What follows belongs to an exercise in optimizing a design on an open flow for small area; a production flow would make more cautious choices. Function was checked by simulation only, so behaviour that the tests miss may differ from the original.

Design le_lane_alu, start of the top module:
module le_lane_alu (
    input  wire        clk,
    input  wire        rst,         
    input  wire        in_valid,
    input  wire [2:0]  op,
    input  wire        mod_sel,     
    input  wire [31:0] a,
    input  wire [31:0] b,
    input  wire [31:0] w,
    output reg         out_valid,
    output wire [31:0] x,
    output wire [31:0] y
);
Size: roughly 2900 cells after synthesis, about 260 flip-flops, roughly 170 I/O pins.
Settings: LEC_CHECK=0, ABC_AREA=1, CAP_MARGIN=20, CORE_MARGIN=2, CORE_UTILIZATION=40, SLEW_MARGIN=20, SYNTH_HIERARCHICAL=1, SYNTH_MINIMUM_KEEP_SIZE=0; clock period 18.0 ns.
standard.sh (not shown) runs the stock make flow with config.mk's settings and CLKGATE_MAP_FILE= SYNTH_SCRIPT=/design/flow/synth_recipe.tcl, a recipe that flattens the netlist after the stock synthesis.
==> flow/flow/run.sh <==
#!/bin/bash
# Own flow: the standard layout, except that synthesis maps the logic
# between the flip-flops with ABC's default script (see abc_wrap.tcl).
# Synthesis is otherwise the standard flow's own script (synth_recipe.tcl), so the
# registers and their names are the standard synthesis's.
set -euo pipefail
W=$(pwd)
cat "$W/flow/abc_wrap.tcl" "$W/synth_recipe.tcl" > "$W/own_synth.tcl"
sed "s#SYNTH_SCRIPT=[^ ]*#SYNTH_SCRIPT=$W/own_synth.tcl#" "$W/standard.sh" > "$W/own_synth.sh"
grep -q "SYNTH_SCRIPT=$W/own_synth.tcl" "$W/own_synth.sh"
bash "$W/own_synth.sh" synth > "$W/synth.log" 2>&1
bash "$W/standard.sh" > "$W/layout.log" 2>&1
==> flow/flow/abc_wrap.tcl <==
# Runs before synth_recipe.tcl. Every abc call of ORFS's synthesis is made with
# ABC's own default mapping script for a liberty, and with the clock period in
# picoseconds (ORFS hands ABC the period in the SDC's unit, nanoseconds here,
# which ABC reads as picoseconds and so maps every cone for speed).
proc abc {args} {
  foreach opt {-script -D} {
    set i [lsearch -exact $args $opt]
    if {$i >= 0} { set args [lreplace $args $i [expr {$i + 1}]] }
  }
  set ps 18000
  if {[info exists ::env(FLOW_PERIOD_NS)] && $::env(FLOW_PERIOD_NS) ne ""} {
    set ps [expr {int(round($::env(FLOW_PERIOD_NS) * 1000))}]
  }
  lappend args -D $ps
  yosys abc {*}$args
}
Then changed:
==> flow/flow/run.sh (replaced) <==
#!/bin/bash
# Own flow: the standard layout, except that
#  - synthesis maps the logic between the flip-flops with flow/abc.script
#    (see abc_wrap.tcl); it is otherwise the standard flow's own script (synth_recipe.tcl),
#    so the registers and their names are the standard synthesis's;
#  - the buffers ORFS puts on every input and output port are buf_1 cells.
set -euo pipefail
W=$(pwd)
{ echo "set ::own_abc_script $W/flow/abc.script"; cat "$W/flow/abc_wrap.tcl" "$W/synth_recipe.tcl"; } > "$W/own_synth.tcl"
sed "s#SYNTH_SCRIPT=[^ ]*#SYNTH_SCRIPT=$W/own_synth.tcl#" "$W/standard.sh" > "$W/own_synth.sh"
grep -q "SYNTH_SCRIPT=$W/own_synth.tcl" "$W/own_synth.sh"
sed 's#^make -C \(.*\) "\${@:-finish}"$#make -C \1 BUFFER_PORTS_ARGS=-buffer_cell\\ sky130_fd_sc_hd__buf_1 "${@:-finish}"#' "$W/standard.sh" > "$W/own_layout.sh"
grep -q "BUFFER_PORTS_ARGS" "$W/own_layout.sh"
bash "$W/own_synth.sh" synth > "$W/synth.log" 2>&1
bash "$W/own_layout.sh" > "$W/layout.log" 2>&1
==> flow/flow/abc.script (new file) <==
strash
ifraig
scorr
dc2
strash
&get -n
&dch -f
&nf -R 1000 {D}
&put
==> flow/flow/abc_wrap.tcl (replaced) <==
# Runs before synth_recipe.tcl. Every abc call of ORFS's synthesis is made with
# flow/abc.script (ABC's default mapping script for a liberty, with more area
# recovery rounds in &nf), and with the clock period in picoseconds (ORFS hands
# ABC the period in the SDC's unit, nanoseconds here, which ABC reads as
# picoseconds and so maps every cone for speed).
proc abc {args} {
  foreach opt {-script -D} {
    set i [lsearch -exact $args $opt]
    if {$i >= 0} { set args [lreplace $args $i [expr {$i + 1}]] }
  }
  set ps 18000
  if {[info exists ::env(FLOW_PERIOD_NS)] && $::env(FLOW_PERIOD_NS) ne ""} {
    set ps [expr {int(round($::env(FLOW_PERIOD_NS) * 1000))}]
  }
  yosys abc -script $::own_abc_script -D $ps {*}$args
}
CAP_MARGIN = 5   (was 20)
CTS_CLUSTER_DIAMETER = 120   (was default)
CTS_CLUSTER_SIZE = 24   (was default)
SLEW_MARGIN = 5   (was 20)
After rerunning: Core utilization shrinks by 1.4 points. Setup slack is better by 0.15 ns. Fmax goes up by about 0.9%. Synthesized cell count goes down by about 2.2%. Global-route usage goes up by 0.14 points. Flip-flop and latch count does not change. Clock-buffer cell count went down by 18. Routed wire length shrinks by about 1.4%. Worst hold slack improved by 0.025 ns.
Then changed:
CAP_MARGIN = 20   (was 5)
CTS_CLUSTER_DIAMETER = 150   (was 120)
CTS_CLUSTER_SIZE = 32   (was 24)
SLEW_MARGIN = 20   (was 5)
What happened: The new run completed without violations. Critical path depth came out higher by 1. Design area barely changes. Die area is unchanged. Clock skew hardly moves. Worst hold slack improves by 0.012 ns. Setup slack improves by 0.42 ns.
Then changed:
CTS_CLUSTER_DIAMETER = default   (was 150)
CTS_CLUSTER_SIZE = default   (was 32)
Fmax decreases slightly.
Hold slack got worse by 0.029 ns.
First-iteration DRC count decreases by a few percent.
Die area does not change.
Cell area increases by a few percent.
Clock skew decreases by 0.013 ns.
Critical path depth does not change.

========
## run 1
le_lane_alu, a different RTL version from the one above (not shown whole).
For scale: ~260 flip-flops, roughly 170 I/O pins, ~32000 um^2 of cells after synthesis.
clock: 18.0 ns
lec_check: 0
abc_area: 1
cap_margin: 20
core_margin: 2
core_utilization: 55
cts_cluster_diameter: 120
cts_cluster_size: 24
gpl_timing_driven: 0
slew_margin: 20
synth_hierarchical: 1
synth_minimum_keep_size: 0
==> flow/flow/run.sh <==
#!/bin/bash
# Own flow: the standard layout, except that
#  - synthesis maps the logic between the flip-flops with flow/abc.script
#    (see abc_wrap.tcl); it is otherwise the standard flow's own script (synth_recipe.tcl),
#    so the registers and their names are the standard synthesis's;
#  - the buffers ORFS puts on every input and output port are buf_1 cells.
set -euo pipefail
W=$(pwd)
{ echo "set ::own_abc_script $W/flow/abc.script"; cat "$W/flow/abc_wrap.tcl" "$W/synth_recipe.tcl"; } > "$W/own_synth.tcl"
sed "s#SYNTH_SCRIPT=[^ ]*#SYNTH_SCRIPT=$W/own_synth.tcl#" "$W/standard.sh" > "$W/own_synth.sh"
grep -q "SYNTH_SCRIPT=$W/own_synth.tcl" "$W/own_synth.sh"
sed 's#^make -C \(.*\) "\${@:-finish}"$#make -C \1 BUFFER_PORTS_ARGS=-buffer_cell\\ sky130_fd_sc_hd__buf_1 "${@:-finish}"#' "$W/standard.sh" > "$W/own_layout.sh"
grep -q "BUFFER_PORTS_ARGS" "$W/own_layout.sh"
bash "$W/own_synth.sh" synth > "$W/synth.log" 2>&1
bash "$W/own_layout.sh" > "$W/layout.log" 2>&1
==> flow/flow/abc.script <==
strash
ifraig
scorr
dc2
strash
&get -n
&dch -f
&nf -R 1000 {D}
&put
==> flow/flow/abc_wrap.tcl <==
# Runs before synth_recipe.tcl. Every abc call of ORFS's synthesis is made with
# flow/abc.script (ABC's default mapping script for a liberty, with more area
# recovery rounds in &nf), and with the clock period in picoseconds (ORFS hands
# ABC the period in the SDC's unit, nanoseconds here, which ABC reads as
# picoseconds and so maps every cone for speed).
proc abc {args} {
  foreach opt {-script -D} {
    set i [lsearch -exact $args $opt]
    if {$i >= 0} { set args [lreplace $args $i [expr {$i + 1}]] }
  }
  set ps 18000
  if {[info exists ::env(FLOW_PERIOD_NS)] && $::env(FLOW_PERIOD_NS) ne ""} {
    set ps [expr {int(round($::env(FLOW_PERIOD_NS) * 1000))}]
  }
  yosys abc -script $::own_abc_script -D $ps {*}$args
}
Run 1 finished every step from synthesis to the final layout, and the layout passed the timing, DRC and antenna checks.
[inputs] run 2 vs run 1
Settings: changing CORE_UTILIZATION from 55 to 40; removing GPL_TIMING_DRIVEN (formerly 0).
==> comparison <==
Run 2 against run 1: final global-route overflow total held steady; effective utilization at floorplan shrank by 15 points; reg2reg setup slack grew by 0.70 ns; number of clock buffers in the layout held steady. Run 2 — highest cell delay on the worst timing path 0.13 ns lower, run 1 as reference.
The inputs of run 3 differ from those of run 2 as listed below.
Settings: a change of CORE_UTILIZATION from 40 to 30.
Findings:
- Run 3 ended with every stage complete and zero timing, DRC or antenna violations.
- In run 3 the chip width turned out about 15% higher than in run 2.
- Run 2 → run 3: sequential share of layout area comparable; maximum frequency decreased by 1.1% relative to the old numbers.
- The count of mapped cells out of synthesis was comparable across run 3 and run 2.
- Looking at standard cell with the maximum stage delay on the critical path, the fa_1 result is from run 2; the nor2_1 one comes from run 3.
- Run 3 — final critical path time including I/O delays and setup 0.18 ns higher, run 2 as reference

========
le_lane_alu, a different RTL version from the one above (not shown whole).
For scale: roughly 4,000 cells after synthesis, roughly 260 flip-flops, ~170 I/O pins.
clock: 18.0 ns
lec_check: 0
abc_area: 1
cap_margin: 20
core_margin: 2
core_utilization: 40
slew_margin: 20
run.sh (not shown) runs the stock make flow with config.mk's settings and CLKGATE_MAP_FILE= SYNTH_SCRIPT=/design/flow/synth_recipe.tcl, a recipe that flattens the netlist after the stock synthesis.
Stock flow here: none of the scripts above is used.
The baseline finished with timing, DRC and antenna clean.
Then changed:
- CTS_BUF_LIST: default -> sky130_fd_sc_hd__clkbuf_4
Wire length went up by 0.40%; final cell count rises by 1.5%; design area barely changes; global-route usage came out higher by 0.23 points.

[separate check: timing with driven ports]
How much do the figures lean on ideal ports? The routed layouts below were timed once more, with nothing changed but the port constraints. Step 1 sets driving cells, clkbuf_16 on the clock port and buf_2 on the other inputs (assumed; they add their load-dependent delay and slew). Step 2 also shifts input and output timing later by t, the mid clock arrival at the registers, as if the neighbouring blocks saw the same clock. Three values: ideal ports, drivers, drivers and shift; two values: the first two.
run | t (ns) | setup slack, ns | worst setup path after step 2 | clock arrival spread, ns
the first run of note 1 | 0.645 | 1.543 / 1.476 / 2.122 | register to output | 0.047 / 0.047
the second run of note 1 | 0.593 | 1.695 / 1.634 / 2.226 | register to output | 0.042 / 0.043
the third run of note 1 | 0.583 | 2.113 / 2.044 / 2.627 | register to output | 0.045 / 0.046
the fourth run of note 1 | 0.655 | 1.966 / 1.905 / 2.561 | register to output | 0.031 / 0.031
run 1 | 0.598 | 1.029 / 1.029 / 1.029 | register to register | 0.028 / 0.028
run 2 | 0.628 | 1.726 / 1.726 / 1.726 | register to register | 0.043 / 0.044
run 3 | 0.587 | 1.542 / 1.542 / 1.542 | register to register | 0.039 / 0.039
the first run of note 3 | 0.625 | 0.727 / 0.673 / 1.298 | register to output | 0.030 / 0.029
the second run of note 3 | 0.780 | 0.718 / 0.664 / 1.444 | register to output | 0.106 / 0.106
After both steps every run listed still meets setup and hold.
